Background: an optimization exercise with open tools, aiming at small area, a short achievable clock period and few clock cycles. Do not read the settings as production practice. RTL that was checked went through simulation tests only; none was proved equivalent to the original.

==> job 168: inputs <==
==> flow/design.v (excerpt) <==
module dec_unit (
    input  wire         clk,
    input  wire         rst,         
    input  wire         in_valid,
    output wire         in_ready,
    input  wire [2:0]   op,          
    input  wire [2:0]   size,        
    input  wire [2:0]   dmode,       
    input  wire [4:0]   digits,      
    input  wire [127:0] a,           
    input  wire [127:0] m,           
    output reg          out_valid,
    output reg  [127:0] result,
    output reg  [127:0] breakage,
    output reg          flag_n,
    output reg          flag_z,
    output reg          flag_c,
    output reg          flag_v,
    output reg          dov,
    output reg          ddata
);
clock: 80.0 ns
lec_check: 0
abc_area: 1
cap_margin: 30
core_margin: 2
core_utilization: 40
place_density: 0.6
slew_margin: 30
standard.sh (not shown) runs the stock make flow with config.mk's settings and CLKGATE_MAP_FILE= SYNTH_SCRIPT=/design/flow/synth_recipe.tcl, a recipe that flattens the netlist after the stock synthesis.
==> flow/flow/run.sh <==
#!/bin/bash
# The standard layout (the standard.sh, unchanged synthesis and steps), with
# one change: the port buffers that global placement inserts on every input and
# output are sky130_fd_sc_hd__buf_2 cells instead of the delay buffers
# (clkdlybuf4s50_1) that buffer_ports picks by default. The make output goes to
# standard.log; each ORFS step writes its own log under orfs/logs/.
set -euo pipefail
export BUFFER_PORTS_ARGS="-buffer_cell sky130_fd_sc_hd__buf_2"
bash standard.sh > standard.log 2>&1
==> job 362 (differences from job 168) <==
--- a/flow/design.v
+++ b/flow/design.v
@@ -27,21 +27,22 @@
             m5[3] = d[3] | (d[2] & (d[1] | d[0]));
             m5[2] = (d[2] & ~d[1] & ~d[0]) | (d[3] & d[0]);
             m5[1] = (d[1] & d[0]) | (d[1] & ~d[2]) | (d[3] & ~d[0]);
             m5[0] = (d[0] & ~d[2] & ~d[3]) | (d[2] & d[1] & ~d[0]) | (d[3] & ~d[0]);
         end
     endfunction
-    function [127:0] bcd_add;
+    function [159:0] bcd_add;    
         input [127:0] x;
         input [127:0] y;
         input         cin;
         integer k;
         reg [4:0]  z;
         reg [3:0]  h, hm;
         reg [31:0] g, p;
         reg [32:0] c;
+        reg [31:0] gg, pp;
         reg        c1, c2, c3;
         reg [127:0] zz;
         reg [31:0]  zc;
         begin
             for (k = 0; k < 32; k = k + 1) begin
                 z[0] = x[4*k] ^ y[4*k];
@@ -54,19 +55,80 @@
                 z[4] = (x[4*k+3] & y[4*k+3]) | (c3 & (x[4*k+3] ^ y[4*k+3]));
                 g[k] = z[4] | (z[3] & (z[2] | z[1]));
                 p[k] = z[3] & ~z[2] & ~z[1] & z[0];
                 zz[4*k +: 4] = z[4:1];
                 zc[k] = z[0];
             end
+            gg = g;
+            pp = p;
+            gg[1] = gg[1] | (pp[1] & gg[0]); pp[1] = pp[1] & pp[0];
+            gg[3] = gg[3] | (pp[3] & gg[2]); pp[3] = pp[3] & pp[2];
+            gg[5] = gg[5] | (pp[5] & gg[4]); pp[5] = pp[5] & pp[4];
+            gg[7] = gg[7] | (pp[7] & gg[6]); pp[7] = pp[7] & pp[6];
+            gg[9] = gg[9] | (pp[9] & gg[8]); pp[9] = pp[9] & pp[8];
+            gg[11] = gg[11] | (pp[11] & gg[10]); pp[11] = pp[11] & pp[10];
+            gg[13] = gg[13] | (pp[13] & gg[12]); pp[13] = pp[13] & pp[12];
+            gg[15] = gg[15] | (pp[15] & gg[14]); pp[15] = pp[15] & pp[14];
+            gg[17] = gg[17] | (pp[17] & gg[16]); pp[17] = pp[17] & pp[16];
+            gg[19] = gg[19] | (pp[19] & gg[18]); pp[19] = pp[19] & pp[18];
+            gg[21] = gg[21] | (pp[21] & gg[20]); pp[21] = pp[21] & pp[20];
+            gg[23] = gg[23] | (pp[23] & gg[22]); pp[23] = pp[23] & pp[22];
+            gg[25] = gg[25] | (pp[25] & gg[24]); pp[25] = pp[25] & pp[24];
+            gg[27] = gg[27] | (pp[27] & gg[26]); pp[27] = pp[27] & pp[26];
+            gg[29] = gg[29] | (pp[29] & gg[28]); pp[29] = pp[29] & pp[28];
+            gg[31] = gg[31] | (pp[31] & gg[30]); pp[31] = pp[31] & pp[30];
+            gg[3] = gg[3] | (pp[3] & gg[1]); pp[3] = pp[3] & pp[1];
+            gg[7] = gg[7] | (pp[7] & gg[5]); pp[7] = pp[7] & pp[5];
+            gg[11] = gg[11] | (pp[11] & gg[9]); pp[11] = pp[11] & pp[9];
+            gg[15] = gg[15] | (pp[15] & gg[13]); pp[15] = pp[15] & pp[13];
+            gg[19] = gg[19] | (pp[19] & gg[17]); pp[19] = pp[19] & pp[17];
+            gg[23] = gg[23] | (pp[23] & gg[21]); pp[23] = pp[23] & pp[21];
+            gg[27] = gg[27] | (pp[27] & gg[25]); pp[27] = pp[27] & pp[25];
+            gg[31] = gg[31] | (pp[31] & gg[29]); pp[31] = pp[31] & pp[29];
+            gg[7] = gg[7] | (pp[7] & gg[3]); pp[7] = pp[7] & pp[3];
+            gg[15] = gg[15] | (pp[15] & gg[11]); pp[15] = pp[15] & pp[11];
+            gg[23] = gg[23] | (pp[23] & gg[19]); pp[23] = pp[23] & pp[19];
+            gg[31] = gg[31] | (pp[31] & gg[27]); pp[31] = pp[31] & pp[27];
+            gg[15] = gg[15] | (pp[15] & gg[7]); pp[15] = pp[15] & pp[7];
+            gg[31] = gg[31] | (pp[31] & gg[23]); pp[31] = pp[31] & pp[23];
+            gg[31] = gg[31] | (pp[31] & gg[15]); pp[31] = pp[31] & pp[15];
+            gg[23] = gg[23] | (pp[23] & gg[15]); pp[23] = pp[23] & pp[15];
+            gg[11] = gg[11] | (pp[11] & gg[7]); pp[11] = pp[11] & pp[7];
+            gg[19] = gg[19] | (pp[19] & gg[15]); pp[19] = pp[19] & pp[15];
+            gg[27] = gg[27] | (pp[27] & gg[23]); pp[27] = pp[27] & pp[23];
+            gg[5] = gg[5] | (pp[5] & gg[3]); pp[5] = pp[5] & pp[3];
+            gg[9] = gg[9] | (pp[9] & gg[7]); pp[9] = pp[9] & pp[7];
+            gg[13] = gg[13] | (pp[13] & gg[11]); pp[13] = pp[13] & pp[11];
+            gg[17] = gg[17] | (pp[17] & gg[15]); pp[17] = pp[17] & pp[15];
+            gg[21] = gg[21] | (pp[21] & gg[19]); pp[21] = pp[21] & pp[19];
+            gg[25] = gg[25] | (pp[25] & gg[23]); pp[25] = pp[25] & pp[23];
+            gg[29] = gg[29] | (pp[29] & gg[27]); pp[29] = pp[29] & pp[27];
+            gg[2] = gg[2] | (pp[2] & gg[1]); pp[2] = pp[2] & pp[1];
+            gg[4] = gg[4] | (pp[4] & gg[3]); pp[4] = pp[4] & pp[3];
+            gg[6] = gg[6] | (pp[6] & gg[5]); pp[6] = pp[6] & pp[5];
+            gg[8] = gg[8] | (pp[8] & gg[7]); pp[8] = pp[8] & pp[7];
+            gg[10] = gg[10] | (pp[10] & gg[9]); pp[10] = pp[10] & pp[9];
+            gg[12] = gg[12] | (pp[12] & gg[11]); pp[12] = pp[12] & pp[11];
+            gg[14] = gg[14] | (pp[14] & gg[13]); pp[14] = pp[14] & pp[13];
+            gg[16] = gg[16] | (pp[16] & gg[15]); pp[16] = pp[16] & pp[15];
+            gg[18] = gg[18] | (pp[18] & gg[17]); pp[18] = pp[18] & pp[17];
+            gg[20] = gg[20] | (pp[20] & gg[19]); pp[20] = pp[20] & pp[19];
+            gg[22] = gg[22] | (pp[22] & gg[21]); pp[22] = pp[22] & pp[21];
+            gg[24] = gg[24] | (pp[24] & gg[23]); pp[24] = pp[24] & pp[23];
+            gg[26] = gg[26] | (pp[26] & gg[25]); pp[26] = pp[26] & pp[25];
+            gg[28] = gg[28] | (pp[28] & gg[27]); pp[28] = pp[28] & pp[27];
+            gg[30] = gg[30] | (pp[30] & gg[29]); pp[30] = pp[30] & pp[29];
             c[0] = cin;
             for (k = 0; k < 32; k = k + 1)
-                c[k+1] = g[k] | (p[k] & c[k]);
+                c[k+1] = gg[k] | (pp[k] & cin);
             for (k = 0; k < 32; k = k + 1) begin
                 h  = zz[4*k +: 4] + {3'd0, zc[k] & c[k]};
                 hm = m5(h);
                 bcd_add[4*k +: 4] = {hm[2:0], zc[k] ^ c[k]};
+                bcd_add[128 + k] = c[k] ? p[k] : ((zz[4*k +: 4] == 4'd0) & ~zc[k]) |
+                                                 ((zz[4*k +: 4] == 4'd5) & ~zc[k]);
             end
         end
     endfunction
     function [123:0] nines;
         input [123:0] x;
         integer k;
@@ -269,12 +331,13 @@
     reg         n3, n7, n15, n31;    
     reg [2:0]   dm1;
     reg [4:0]   dg1;
     reg [127:0] a1;
     reg [127:0] m1;
     reg [2:0]   ptr;           
+    reg         zm3, zm7, zm15, zm31;    
     reg         a_lost;        
     assign in_ready = rdy;
     wire in_cvb  = (op == OP_DCVB);
     wire in_bcvd = (op == OP_BCVD);
     wire in_n31  = in_bcvd | (in_cvb ? (size == 3'd4) : (size >= 3'd4));
     wire in_n15  = in_n31 | in_cvb | (size == 3'd3);
@@ -286,13 +349,18 @@
     always @* begin
         for (ki = 0; ki < 31; ki = ki + 1)
             nmask[4*ki +: 4] = {4{dmaskn[ki]}};
     end
     wire [123:0] A  = a1[127:4];
     wire [123:0] M  = m1[127:4];
-    wire [123:0] mk = (first | ~is_mul) ? nmask : {124{1'b1}};
+    wire [30:0]  mkd = {{16{zm31}}, {8{zm15}}, {4{zm7}}, {2{zm3}}, 1'b1};
+    reg  [123:0] mk;
+    always @* begin
+        for (ki = 0; ki < 31; ki = ki + 1)
+            mk[4*ki +: 4] = {4{mkd[ki]}};
+    end
     wire [123:0] X  = A & mk;
     wire [123:0] Y  = M & mk;
     wire a_neg = (a1[3:0] == 4'hB) || (a1[3:0] == 4'hD);
     wire m_neg = (m1[3:0] == 4'hB) || (m1[3:0] == 4'hD);
     reg a_bad_digit, m_bad_digit;
     reg [30:0] nz_a, nz_m;       
@@ -410,13 +478,22 @@
     reg  [7:0]   blk_b;
     integer bi;
     always @* begin
         for (bi = 0; bi < 8; bi = bi + 1)
             blk_b[bi] = |bsrc[8*bi +: 8];
     end
-    wire [7:0] tb_in = is_bcvd ? blk_b : blk_a;
+    wire [123:0] Ac = {A[123:64], A[63:60] & {4{ext}}, A[59:0]};
+    reg  [7:0]   blk_c;
+    integer ci;
+    always @* begin
+        for (ci = 0; ci < 7; ci = ci + 1)
+            blk_c[ci] = |Ac[16*ci +: 16];
+        blk_c[7] = |Ac[123:112];
+        blk_c[7:4] = blk_c[7:4] & {4{ext}};
+    end
+    wire [7:0] tb_in = is_bcvd ? blk_b : blk_c;
     reg  [2:0] top;
     integer ti;
     always @* begin
         top = 3'd0;
         for (ti = 1; ti < 8; ti = ti + 1)
             if (tb_in[ti]) top = ti[2:0];
@@ -433,24 +510,28 @@
     wire [75:0] dd6 = dabble(dd5, bbyte[2]);
     wire [75:0] dd7 = dabble(dd6, bbyte[1]);
     wire [75:0] dd8 = dabble(dd7, bbyte[0]);
     wire [123:0] acc = first ? 124'd0 : result[127:4];
     wire [127:0] p2  = is_mul ? mp1 : {4'd0, nX & (is_rnd ? dmask : {124{1'b1}})};
     wire [127:0] q2  = is_mul ? mp2 : {4'd0, Y & {124{~is_rnd}}};
-    wire [127:0] s2  = bcd_add(p2, q2, ~is_mul);
+    wire [159:0] s2x = bcd_add(p2, q2, ~is_mul);
+    wire [127:0] s2  = s2x[127:0];
     wire [127:0] p1  = is_mul  ? {4'd0, acc} :
                                  {4'd0, X & (is_rnd ? ~dmask : {124{1'b1}})};
     wire [127:0] q1  = is_mul ? s2 :
                        (({128{addsub}} & {4'd0, subm ? nY : Y}) |
                         ({128{up}} & u_vec));
     wire         c1  = addsub & subm;
-    wire [127:0] s1  = bcd_add(p1, q1, c1);
-    wire [127:0] Xc    = {4'd0, X};
+    wire [159:0] s1x = bcd_add(p1, q1, c1);
+    wire [127:0] s1  = s1x[127:0];
+    wire [31:0]  s1z = s1x[159:128];                 
+    wire [127:0] Xc    = {4'd0, Ac};
     wire [15:0]  chunk = Xc[{blk, 4'b0000} +: 16];
-    wire [13:0]  cval  = chunk[3:0] + chunk[7:4] * 4'd10 + chunk[11:8] * 7'd100 +
-                         chunk[15:12] * 10'd1000;
+    wire [6:0]   c_lo  = {3'd0, chunk[3:0]} + {chunk[7:4], 3'd0} + {2'd0, chunk[7:4], 1'b0};
+    wire [6:0]   c_hi  = {3'd0, chunk[11:8]} + {chunk[15:12], 3'd0} + {2'd0, chunk[15:12], 1'b0};
+    wire [13:0]  cval  = {c_hi, 6'd0} + {1'b0, c_hi, 5'd0} + {5'd0, c_hi, 2'd0} + {7'd0, c_lo};
     wire [63:0]  bin0  = first ? 64'd0 : result[63:0];
     wire [63:0]  t1    = (bin0 << 13) | 64'd256;
     wire [63:0]  t2    = bin0 << 11;
     wire [63:0]  t3    = (~bin0) << 8;
     wire [63:0]  t4    = bin0 << 4;
     wire [63:0]  t5    = {50'd0, cval} ^ {64{a_neg}};
@@ -458,21 +539,21 @@
     wire [63:0]  u1c   = ((t1 & t2) | (t1 & t3) | (t2 & t3)) << 1;
     wire [63:0]  u2s   = u1s ^ u1c ^ t4;
     wire [63:0]  u2c   = ((u1s & u1c) | (u1s & t4) | (u1c & t4)) << 1;
     wire [63:0]  u3s   = u2s ^ u2c ^ t5;
     wire [63:0]  u3c   = ((u2s & u2c) | (u2s & t5) | (u2c & t5)) << 1;
     wire [63:0]  bin1  = add64(u3s, u3c, a_neg);
-    wire         cv_hi = |X[123:76];
-    wire         cv_gt = (X[75:0] > 76'h9223372036854775808);
-    wire         cv_eq = (X[75:0] == 76'h9223372036854775808);
+    wire         cv_hi = |A[123:76];
+    wire         cv_gt = (A[75:0] > 76'h9223372036854775808);
+    wire         cv_eq = (A[75:0] == 76'h9223372036854775808);
     wire         cv_v  = ext & (cv_hi | cv_gt | (cv_eq & ~a_neg));
     wire         ge      = s1[124];                   
     wire         use_s2  = addsub & subm & ~ge;
     wire [123:0] rmag    = (use_s2 ? s2[123:0] : s1[123:0]) & nmask;
-    wire         rnz     = use_s2 | |(s1[123:0] & nmask);
-    wire         r_over  = ~(addsub & subm) & |(s1 & ~{4'd0, nmask});
+    wire         rnz     = use_s2 | |(~s1z[30:0] & dmaskn);
+    wire         r_over  = ~(addsub & subm) & |(~s1z & ~{1'b0, dmaskn});
     wire         rneg    = is_mul ? (a_neg ^ m_neg) :
                            (addsub & subm & ~ge) ? (m_neg ^ is_dsb) : a_neg;
     wire [3:0]   rsign   = (rneg & rnz) ? 4'hD : 4'hC;
     wire [123:0] rem     = X & dmask;
     wire [123:0] bmag    = up ? s2[123:0] : rem;
     wire         bneg_r  = up ? ~a_neg : (a_neg & rem_nz);
@@ -521,12 +602,16 @@
             addsub  <= (op == OP_DAD) | (op == OP_DSB) | (op == OP_DCMP);
             ext     <= (size == 3'd4);
             n3      <= in_n3;
             n7      <= in_n7;
             n15     <= in_n15;
             n31     <= in_n31;
+            zm3     <= in_n3;
+            zm7     <= in_n7;
+            zm15    <= in_n15;
+            zm31    <= in_n31;
             dm1 <= dmode;
             dg1 <= digits;
             a1  <= a;
         end else if (swap) begin
             a1 <= {Y, m1[3:0]};
         end else if (is_mul) begin
@@ -536,12 +621,18 @@
             m1 <= m;
         else if (swap)
             m1 <= {X, a1[3:0]};
         else
             m1 <= skip ? {8'd0, Y[123:8], m1[3:0]} : {4'd0, Y[123:4], m1[3:0]};
         ptr    <= blk - 3'd1;
+        if (~rdy & is_mul & ~swap) begin
+            zm3  <= 1'b1;
+            zm7  <= 1'b1;
+            zm15 <= 1'b1;
+            zm31 <= 1'b1;
+        end
         a_lost <= (a_lost & ~first) | (|X[123:120]) | (skip & |X[119:116]);
     end
     always @(posedge clk) begin
         if (is_cvb)
             result <= {64'd0, bin1};
         else if (is_bcvd)
==> run summary <==
Job 362 produced a clean layout. Job 168 passed the timing, design-rule and antenna checks.
First-iteration DRC count: job 362 is smaller than job 168 (about 7%).
Non-clock buffer count: job 362 is lower than job 168 (191).
Between job 168 and job 362, the lower critical path depth is in job 362 (gap 74).
Between job 168 and job 362, the lower sequential share of layout area is in job 168 (gap 0.17 points).
Of job 362 and job 168, job 168 has the higher hold slack (gap 46 ps).
In job 362 the flip-flop and latch count is higher than in job 168, by 4.
Between job 362 and job 168, the lower worst setup slack is in job 168 (gap 260 ps).
Between job 168 and job 362, the lower via count is in job 362 (gap about 6.6%, measured against job 362).
Against job 362, the area after synthesis of job 168 is lower by 1.7%.
Testbench counts of job 168, summed over its fixed seeds: cycles 6,086.
The RTL of job 362 was laid out without a check of its function.

what the ideal ports hide:
No port has a modelled driver above. Below, the same layouts with a new extraction and two added sets of constraints.
Step 1: set_driving_cell puts a clkbuf_16 on clk and a buf_2 on each other input, an assumption about the parent block.
Step 2, shift: input delay + t, output delay - t, t = (earliest + latest rising clock arrival at the registers) / 2. This alone moves slack from input paths to output paths.
Slacks: no drivers / after step 1 / after step 2; pairs: no drivers / after step 1.
run	t, ns	setup slack, ns	hold slack, ns	slew at the worst register clock pin (ns)
job 168	0.907	61.789 / 61.789 / 61.789	0.539 / 0.539 / 0.539	0.08 / 0.08
job 362	0.861	62.044 / 61.950 / 62.404	0.493 / 0.493 / 0.493	0.08 / 0.08
After both steps every run listed still meets setup and hold.
